Source: an optimization exercise on an open RTL-to-GDS flow (aim: small area, a short achievable clock period and few clock cycles per item). Production flows keep margins and buffers that such runs may drop.
Only simulation tests tie the RTL to the original design; equivalence was not proved.
No activity file was given, so power comes from the tool's default toggle rates.

==> build 35: inputs <==
## whorl_xu
module whorl_xu (
    input             clk,
    input             rst,           
    input             in_valid,
    output            in_ready,
    input      [5:0]  in_op,
    input      [1:0]  in_acc,        
    input      [15:0] in_imm,
    input      [31:0] in_a,
    input      [31:0] in_b,
    input      [31:0] in_d,          
    output reg        out_valid,
    output reg [31:0] out_res,
    output reg [47:0] out_acc,
    output reg        out_sat,
    output reg        out_illegal
);
    localparam [5:0] OP_NOP  = 6'h00, OP_ADD  = 6'h01, OP_SUB  = 6'h02,
                     OP_ADDW = 6'h03, OP_SUBW = 6'h04, OP_NEG  = 6'h05,
                     OP_ABS  = 6'h06, OP_MIN  = 6'h07, OP_MAX  = 6'h08,
                     OP_CLMP = 6'h09, OP_AND  = 6'h0A, OP_OR   = 6'h0B,
                     OP_XOR  = 6'h0C, OP_SHL  = 6'h0D, OP_SAR  = 6'h0E,
                     OP_SHR  = 6'h0F, OP_LIH  = 6'h10, OP_LIL  = 6'h11,
                     OP_ADDI = 6'h12, OP_SLT  = 6'h13, OP_CMOV = 6'h14,
                     OP_MUL  = 6'h18, OP_MAC  = 6'h19, OP_MSU  = 6'h1A,
                     OP_ALD  = 6'h1B, OP_ARD  = 6'h1C, OP_ACLP = 6'h1D;
    localparam [31:0] MAX32 = 32'h7FFF_FFFF, MIN32 = 32'h8000_0000;
    localparam [47:0] MAX48 = 48'h7FFF_FFFF_FFFF, MIN48 = 48'h8000_0000_0000;
    assign in_ready = 1'b1;
    wire in_bk   = in_op[4] & in_op[3] & (in_op[2] | (in_op[1] & in_op[0]));   
  ...
==> flow/config.mk <==
export PLATFORM = sky130hd
export DESIGN_NAME = whorl_xu
export DESIGN_NICKNAME = whorl_xu
export VERILOG_FILES = /design/flow/design.v
export SDC_FILE = /design/flow/constraint.sdc
export NUM_CORES = 4
export LEC_CHECK = 0
export ABC_AREA = 1
export CAP_MARGIN = 20
export CORE_MARGIN = 2
export CORE_UTILIZATION = 60
export PLACE_DENSITY = 0.78
export SLEW_MARGIN = 20
==> flow/constraint.sdc <==
create_clock -name core_clock -period 24.0 [get_ports {clk}]
set_input_delay 4.8000 -clock core_clock [delete_from_list [all_inputs] [get_ports {clk}]]
set_output_delay 4.8000 -clock core_clock [all_outputs]
set_load 0.01 [all_outputs]
standard.sh (not shown) runs the stock make flow with config.mk's settings and CLKGATE_MAP_FILE= SYNTH_SCRIPT=/design/flow/synth_recipe.tcl, a recipe that flattens the netlist after the stock synthesis.
==> flow/flow/run.sh <==
#!/bin/bash
set -euo pipefail
bash standard.sh "BUFFER_PORTS_ARGS=-buffer_cell sky130_fd_sc_hd__buf_2" \
    SETUP_SLACK_MARGIN=18.3 SKIP_GATE_CLONING=1 finish > flow_standard.log 2>&1
==> trial 45 (differences from build 35) <==
--- a/flow/design.v
+++ b/flow/design.v
@@ -25,24 +25,37 @@
                      OP_MUL  = 6'h18, OP_MAC  = 6'h19, OP_MSU  = 6'h1A,
                      OP_ALD  = 6'h1B, OP_ARD  = 6'h1C, OP_ACLP = 6'h1D;
     localparam [31:0] MAX32 = 32'h7FFF_FFFF, MIN32 = 32'h8000_0000;
     localparam [47:0] MAX48 = 48'h7FFF_FFFF_FFFF, MIN48 = 48'h8000_0000_0000;
     assign in_ready = 1'b1;
-    wire in_bk   = in_op[4] & in_op[3] & (in_op[2] | (in_op[1] & in_op[0]));   
-    wire in_bneg = in_op[2] & in_a[31];                                      
-    wire in_dlo  = in_op[4] & in_op[2];                                      
+    wire [5:0] o = in_op;
+    wire in_bk   = o[4] & o[3] & (o[2] | (o[1] & o[0]));               
+    wire in_bneg = o[2] & in_a[31];                                    
+    wire in_dhi  = o[4] & ~o[3] & (o[2] | ~o[1]);                      
+    wire in_ihi  = o[4] & ~o[3] & ~o[2] & ~o[1] & ~o[0];               
+    wire in_ilo  = (~o[4] & o[3] & o[2] & (o[1] | o[0])) |             
+                   (o[4] & ~o[3] & ~o[2] & ~(o[1] & o[0]));            
+    wire in_dlo  = o[4] & ~o[3] & o[2];                                
+    wire in_bhi  = ~(in_bk | in_dhi);
+    wire in_blo  = ~(in_bk | in_ilo | in_dlo);
+    wire [31:0] b_in =
+        {{16{in_bhi}} & in_b[31:16], {16{in_blo}} & in_b[15:0]} |
+        {{16{in_dhi & ~in_ihi}} & in_d[31:16], {16{in_dlo}} & in_d[15:0]} |
+        {{16{in_ihi}} & in_imm, {16{in_ilo}} & in_imm} |
+        {in_bk & in_bneg, in_bk & in_bneg, in_bk, 29'd0};
     reg        v0;
     reg [5:0]  op0;
     reg [1:0]  ai0;
-    reg [31:0] a0, b0, d0;
+    reg [31:0] a0, b0;
+    reg        bnz0;
     always @(posedge clk) begin
         v0   <= rst ? 1'b0 : in_valid;
         op0  <= in_op;
         ai0  <= in_acc;
         a0   <= in_a;
-        b0   <= in_bk ? {in_bneg, in_bneg, 1'b1, 29'd0} : in_b;
-        d0   <= {in_d[31:16], in_dlo ? in_d[15:0] : in_imm};
+        b0   <= b_in;
+        bnz0 <= |in_b;
     end
     wire is_mul  = op0 == OP_MUL,  is_mac  = op0 == OP_MAC,  is_msu  = op0 == OP_MSU;
     wire is_ald  = op0 == OP_ALD,  is_ard  = op0 == OP_ARD,  is_aclp = op0 == OP_ACLP;
     wire legal   = (op0 <= OP_CMOV) || (op0 >= OP_MUL && op0 <= OP_ACLP);
     wire [63:17] ms, mc;
@@ -52,11 +65,11 @@
         .s_o(ms), .c_o(mc), .c17(mc17)
     );
     wire [31:0] alu_res;
     wire        alu_rep, alu_sgn, alu_sat;
     whorl_xu_alu alu (
-        .op(op0), .a(a0), .b(b0), .d(d0),
+        .op(op0), .a(a0), .b(b0), .bnz(bnz0),
         .res(alu_res), .rep(alu_rep), .sgn(alu_sgn), .sat(alu_sat)
     );
     reg         v1;
     reg [1:0]   ai1;
     reg         mul1, msu1, macmsu1, ald1, aclp1, ard1, ill1;
@@ -149,11 +162,11 @@
 endmodule
 module whorl_xu_alu (
     input      [5:0]  op,
     input      [31:0] a,
     input      [31:0] b,
-    input      [31:0] d,         
+    input             bnz,       
     output     [31:0] res,
     output            rep,       
     output            sgn,       
     output            sat        
 );
@@ -162,11 +175,11 @@
     wire is_min  = op == 6'h07, is_max  = op == 6'h08, is_clmp = op == 6'h09;
     wire is_and  = op == 6'h0A, is_or   = op == 6'h0B, is_xor  = op == 6'h0C;
     wire is_shl  = op == 6'h0D, is_sar  = op == 6'h0E, is_shr  = op == 6'h0F;
     wire is_lih  = op == 6'h10, is_lil  = op == 6'h11, is_addi = op == 6'h12;
     wire is_slt  = op == 6'h13, is_cmov = op == 6'h14, is_aclp = op == 6'h1D;
-    wire [15:0] imm   = d[15:0];
+    wire [15:0] imm   = b[15:0];          
     wire        bneg  = b[31];
     wire        sub_b = is_sub | is_subw | is_min | is_max | is_slt | (is_clmp & bneg);
     wire [31:0] y     = is_addi ? {{16{imm[15]}}, imm} : (sub_b ? ~b : b);
     wire [31:0] s_lo;
     wire        s_co;
@@ -211,27 +224,25 @@
     wire sel_s  = is_add | is_sub | is_addw | is_subw | is_addi;
     wire sel_n  = is_neg | (is_abs & a[31]) | (is_clmp & c_n) | (is_aclp & ~a[31]);
     wire sel_a  = (is_abs & ~a[31]) | (is_min & lt) | (is_max & ~lt) |
                   (is_clmp & ~c_hi & ~c_lo) | (is_cmov & bnz) |
                   (is_aclp & a[31]);
-    wire bnz    = |b;
     wire sel_b  = (is_min & ~lt) | (is_max & lt) | (is_clmp & c_b);
-    wire sel_d  = is_cmov & ~bnz;
+    wire sel_d  = (is_cmov & ~bnz) | is_lil;
     wire sel_sh = is_shl | is_sar | is_shr;
     wire sel_ab = is_and | is_or;
     wire sel_ax = is_or | is_xor;
     assign res = ({32{sel_s}}  & s[31:0]) |
                  ({32{sel_n}}  & n) |
                  ({32{sel_a}}  & a) |
                  ({32{sel_b}}  & b) |
-                 ({32{sel_d}}  & d) |
+                 ({32{sel_d}}  & b) |
                  ({32{sel_ab}} & (a & b)) |
                  ({32{sel_ax}} & (a ^ b)) |
                  ({32{is_shl}} & sh_rev) |
                  ({32{is_sar | is_shr}} & sh5) |
-                 {is_lih ? imm : is_lil ? d[31:16] : 16'h0000,
-                  is_lil ? imm : 16'h0000} |
+                 {{16{is_lih}} & b[31:16], 16'h0000} |
                  {is_clmp & c_m1, 30'd0, (is_clmp & c_m1) | (is_slt & lt)};
     assign rep = ((is_add | is_sub | is_addi) & s_ovf) |
                  ((is_neg | (is_abs & a[31])) & n_ovf) |
                  (is_shl & shl_ovf);
     assign sgn = is_shl ? a[31] : (is_add | is_sub | is_addi) ? s[32] : 1'b0;
==> summary of the runs <==
- Between trial 45 and build 35, the lower combinational power is in build 35 (gap 35%, measured against build 35).
- Against build 35, the final cell count of trial 45 is smaller by 2.7%.
- In sequential power, build 35 and trial 45 hardly differ.
- Of build 35 and trial 45, build 35 has the higher via count (gap about 3.3%, measured against trial 45).
- In trial 45 the sequential cell count is lower than in build 35, by 31.
- Clock power: trial 45 is lower than build 35 (about 20%).
- Setup slack: trial 45 is worse than build 35 (0.093 ns).
- Register-to-register slack: build 35 is lower than trial 45 (0.11 ns).
- Of trial 45 and build 35, build 35 has the higher utilization (gap 0.16 points).
Testbench counts of build 35, summed over its fixed seeds: cycles 64,040, items 64,000.
Testbench counts of trial 45, summed over its fixed seeds: cycles 64,040, items 64,000.

* * *

==> zinc <==
whorl_xu, a different RTL version from the one above (not shown whole).
export LEC_CHECK = 0
export ABC_AREA = 1
export CAP_MARGIN = 20
export CORE_MARGIN = 2
export CORE_UTILIZATION = 50
export PLACE_DENSITY = 0.65
export SLEW_MARGIN = 20
create_clock -name core_clock -period 24.0 [get_ports {clk}]
==> flow/flow/run.sh <==
#!/bin/bash
set -euo pipefail
bash standard.sh "BUFFER_PORTS_ARGS=-buffer_cell sky130_fd_sc_hd__buf_2" \
    SETUP_SLACK_MARGIN=18.1 SKIP_GATE_CLONING=1 finish > flow_standard.log 2>&1
==> raven: changes against zinc <==
--- a/flow/design.v
+++ b/flow/design.v
@@ -24,39 +24,26 @@
                      OP_ADDI = 6'h12, OP_SLT  = 6'h13, OP_CMOV = 6'h14,
                      OP_MUL  = 6'h18, OP_MAC  = 6'h19, OP_MSU  = 6'h1A,
                      OP_ALD  = 6'h1B, OP_ARD  = 6'h1C, OP_ACLP = 6'h1D;
     localparam [31:0] MAX32 = 32'h7FFF_FFFF, MIN32 = 32'h8000_0000;
     localparam [47:0] MAX48 = 48'h7FFF_FFFF_FFFF, MIN48 = 48'h8000_0000_0000;
     assign in_ready = 1'b1;
-    wire [5:0] o = in_op;
-    wire in_bk   = o[4] & o[3] & (o[2] | (o[1] & o[0]));               
-    wire in_bneg = o[2] & in_a[31];                                    
-    wire in_dhi  = o[4] & ~o[3] & (o[2] | ~o[1]);                      
-    wire in_ihi  = o[4] & ~o[3] & ~o[2] & ~o[1] & ~o[0];               
-    wire in_ilo  = (~o[4] & o[3] & o[2] & (o[1] | o[0])) |             
-                   (o[4] & ~o[3] & ~o[2] & ~(o[1] & o[0]));            
-    wire in_dlo  = o[4] & ~o[3] & o[2];                                
-    wire in_bhi  = ~(in_bk | in_dhi);
-    wire in_blo  = ~(in_bk | in_ilo | in_dlo);
-    wire [31:0] b_in =
-        {{16{in_bhi}} & in_b[31:16], {16{in_blo}} & in_b[15:0]} |
-        {{16{in_dhi & ~in_ihi}} & in_d[31:16], {16{in_dlo}} & in_d[15:0]} |
-        {{16{in_ihi}} & in_imm, {16{in_ilo}} & in_imm} |
-        {in_bk & in_bneg, in_bk & in_bneg, in_bk, 29'd0};
+    wire in_bk   = in_op[4] & in_op[3] & (in_op[2] | (in_op[1] & in_op[0]));   
+    wire in_bneg = in_op[2] & in_a[31];                                      
+    wire in_dlo  = in_op[4] & in_op[2];                                      
     reg        v0;
     reg [5:0]  op0;
     reg [1:0]  ai0;
-    reg [31:0] a0, b0;
-    reg        bnz0;
+    reg [31:0] a0, b0, d0;
     always @(posedge clk) begin
         v0   <= rst ? 1'b0 : in_valid;
         op0  <= in_op;
         ai0  <= in_acc;
         a0   <= in_a;
-        b0   <= b_in;
-        bnz0 <= |in_b;
+        b0   <= in_bk ? {in_bneg, in_bneg, 1'b1, 29'd0} : in_b;
+        d0   <= {in_d[31:16], in_dlo ? in_d[15:0] : in_imm};
     end
     wire is_mul  = op0 == OP_MUL,  is_mac  = op0 == OP_MAC,  is_msu  = op0 == OP_MSU;
     wire is_ald  = op0 == OP_ALD,  is_ard  = op0 == OP_ARD,  is_aclp = op0 == OP_ACLP;
     wire legal   = (op0 <= OP_CMOV) || (op0 >= OP_MUL && op0 <= OP_ACLP);
     wire [63:17] ms, mc;
     wire         mc17;
@@ -64,13 +51,13 @@
         .a(a0), .b(b0), .rmul(is_mul), .nsgn(~(a0[31] ^ b0[31])),
         .s_o(ms), .c_o(mc), .c17(mc17)
     );
     wire [31:0] alu_res;
     wire        alu_rep, alu_sgn, alu_sat;
     whorl_xu_alu alu (
-        .op(op0), .a(a0), .b(b0), .bnz(bnz0),
+        .op(op0), .a(a0), .b(b0), .d(d0),
         .res(alu_res), .rep(alu_rep), .sgn(alu_sgn), .sat(alu_sat)
     );
     reg         v1;
     reg [1:0]   ai1;
     reg         mul1, msu1, macmsu1, ald1, aclp1, ard1, ill1;
     reg [31:0]  res1;
@@ -161,26 +148,26 @@
     end
 endmodule
 module whorl_xu_alu (
     input      [5:0]  op,
     input      [31:0] a,
     input      [31:0] b,
-    input             bnz,       
+    input      [31:0] d,         
     output     [31:0] res,
     output            rep,       
     output            sgn,       
     output            sat        
 );
     wire is_add  = op == 6'h01, is_sub  = op == 6'h02, is_addw = op == 6'h03;
     wire is_subw = op == 6'h04, is_neg  = op == 6'h05, is_abs  = op == 6'h06;
     wire is_min  = op == 6'h07, is_max  = op == 6'h08, is_clmp = op == 6'h09;
     wire is_and  = op == 6'h0A, is_or   = op == 6'h0B, is_xor  = op == 6'h0C;
     wire is_shl  = op == 6'h0D, is_sar  = op == 6'h0E, is_shr  = op == 6'h0F;
     wire is_lih  = op == 6'h10, is_lil  = op == 6'h11, is_addi = op == 6'h12;
     wire is_slt  = op == 6'h13, is_cmov = op == 6'h14, is_aclp = op == 6'h1D;
-    wire [15:0] imm   = b[15:0];          
+    wire [15:0] imm   = d[15:0];
     wire        bneg  = b[31];
     wire        sub_b = is_sub | is_subw | is_min | is_max | is_slt | (is_clmp & bneg);
     wire [31:0] y     = is_addi ? {{16{imm[15]}}, imm} : (sub_b ? ~b : b);
     wire [31:0] s_lo;
     wire        s_co;
     whorl_xu_add32 add_s (.a(a), .b(y), .ci(sub_b), .s(s_lo), .co(s_co));
@@ -223,27 +210,29 @@
     wire        shl_ovf = |(sdiff & smask);
     wire sel_s  = is_add | is_sub | is_addw | is_subw | is_addi;
     wire sel_n  = is_neg | (is_abs & a[31]) | (is_clmp & c_n) | (is_aclp & ~a[31]);
     wire sel_a  = (is_abs & ~a[31]) | (is_min & lt) | (is_max & ~lt) |
                   (is_clmp & ~c_hi & ~c_lo) | (is_cmov & bnz) |
                   (is_aclp & a[31]);
+    wire bnz    = |b;
     wire sel_b  = (is_min & ~lt) | (is_max & lt) | (is_clmp & c_b);
-    wire sel_d  = (is_cmov & ~bnz) | is_lil;
+    wire sel_d  = is_cmov & ~bnz;
     wire sel_sh = is_shl | is_sar | is_shr;
     wire sel_ab = is_and | is_or;
     wire sel_ax = is_or | is_xor;
     assign res = ({32{sel_s}}  & s[31:0]) |
                  ({32{sel_n}}  & n) |
                  ({32{sel_a}}  & a) |
                  ({32{sel_b}}  & b) |
-                 ({32{sel_d}}  & b) |
+                 ({32{sel_d}}  & d) |
                  ({32{sel_ab}} & (a & b)) |
                  ({32{sel_ax}} & (a ^ b)) |
                  ({32{is_shl}} & sh_rev) |
                  ({32{is_sar | is_shr}} & sh5) |
-                 {{16{is_lih}} & b[31:16], 16'h0000} |
+                 {is_lih ? imm : is_lil ? d[31:16] : 16'h0000,
+                  is_lil ? imm : 16'h0000} |
                  {is_clmp & c_m1, 30'd0, (is_clmp & c_m1) | (is_slt & lt)};
     assign rep = ((is_add | is_sub | is_addi) & s_ovf) |
                  ((is_neg | (is_abs & a[31])) & n_ovf) |
                  (is_shl & shl_ovf);
     assign sgn = is_shl ? a[31] : (is_add | is_sub | is_addi) ? s[32] : 1'b0;
     assign sat = rep | (is_clmp & bmin);
==> comparison table <==
metric	raven	zinc
Number of non-clock buffers	407	376
Proportion of cell area occupied by multi-input gates	0.608	0.622
Maximum number of pins on one net before global-route repair	71	75
Share of the synthesized netlist area taken by xor and xnor gates	0.0968	0.103
Sequential power	1.62 mW	1.60 mW
Nets	8077	8025
Total die area	118000 sq um	117000 sq um
Via count	54200	52300
Total leakage power	29.7 nW	29.3 nW
Detailed route wirelength on metal3	29500 um	25000 um
Number of filler cells placed in the layout	10700	10500
Hold Path End	out_illegal$_DFF_P_	ill2$_DFF_P_
Worst IR Drop VDD	0.000187 V	0.000141 V
Area taken by multi-input logic gates	38500 sq um	38700 sq um
Internal Dissipation	4.44 mW	4.98 mW
Status	finished clean	finished clean
Clock insertion delay at the later pin of the skew report	0.72 ns	0.68 ns
Worst hold slack	0.325 ns	0.326 ns
Testbench counts of zinc, summed over its fixed seeds: cycles 64,040, items 64,000.
Testbench counts of raven, summed over its fixed seeds: cycles 64,040, items 64,000.

==> what the ideal ports hide <==
The flow's constraints put no driver on any port. The routed layouts listed below were extracted and timed again, unchanged, in two steps. Step 1, drivers: a clkbuf_16 drives clk and a buf_2 each remaining input, both assumed. Step 2 adds t to the input delays and takes it off the output delays; t is the mean of the earliest and latest rising clock arrival at the registers after step 1. Input paths then give back, and output paths get back, about the clock's delay inside the block. a / b / c = ideal / step 1 / step 2; a / b = the first two.
run	t, ns	setup slack, ns	worst hold slack (ns)	clock arrival spread, ns	worst data-port slew with drivers (ns)
build 35	0.736	18.089 / 18.013 / 17.680	0.322 / 0.322 / 0.322	0.050 / 0.049	0.13
trial 45	0.763	17.997 / 17.925 / 17.647	0.326 / 0.326 / 0.326	0.076 / 0.076	0.07
zinc	0.740	18.026 / 17.950 / 17.468	0.326 / 0.326 / 0.326	0.042 / 0.042	0.07
raven	0.758	18.043 / 17.968 / 17.442	0.325 / 0.325 / 0.325	0.080 / 0.081	0.05
After both steps every run listed still meets setup and hold. For raven, which loses most, drivers alone change the setup slack by -0.075 ns; drivers and shift together by -0.601 ns.
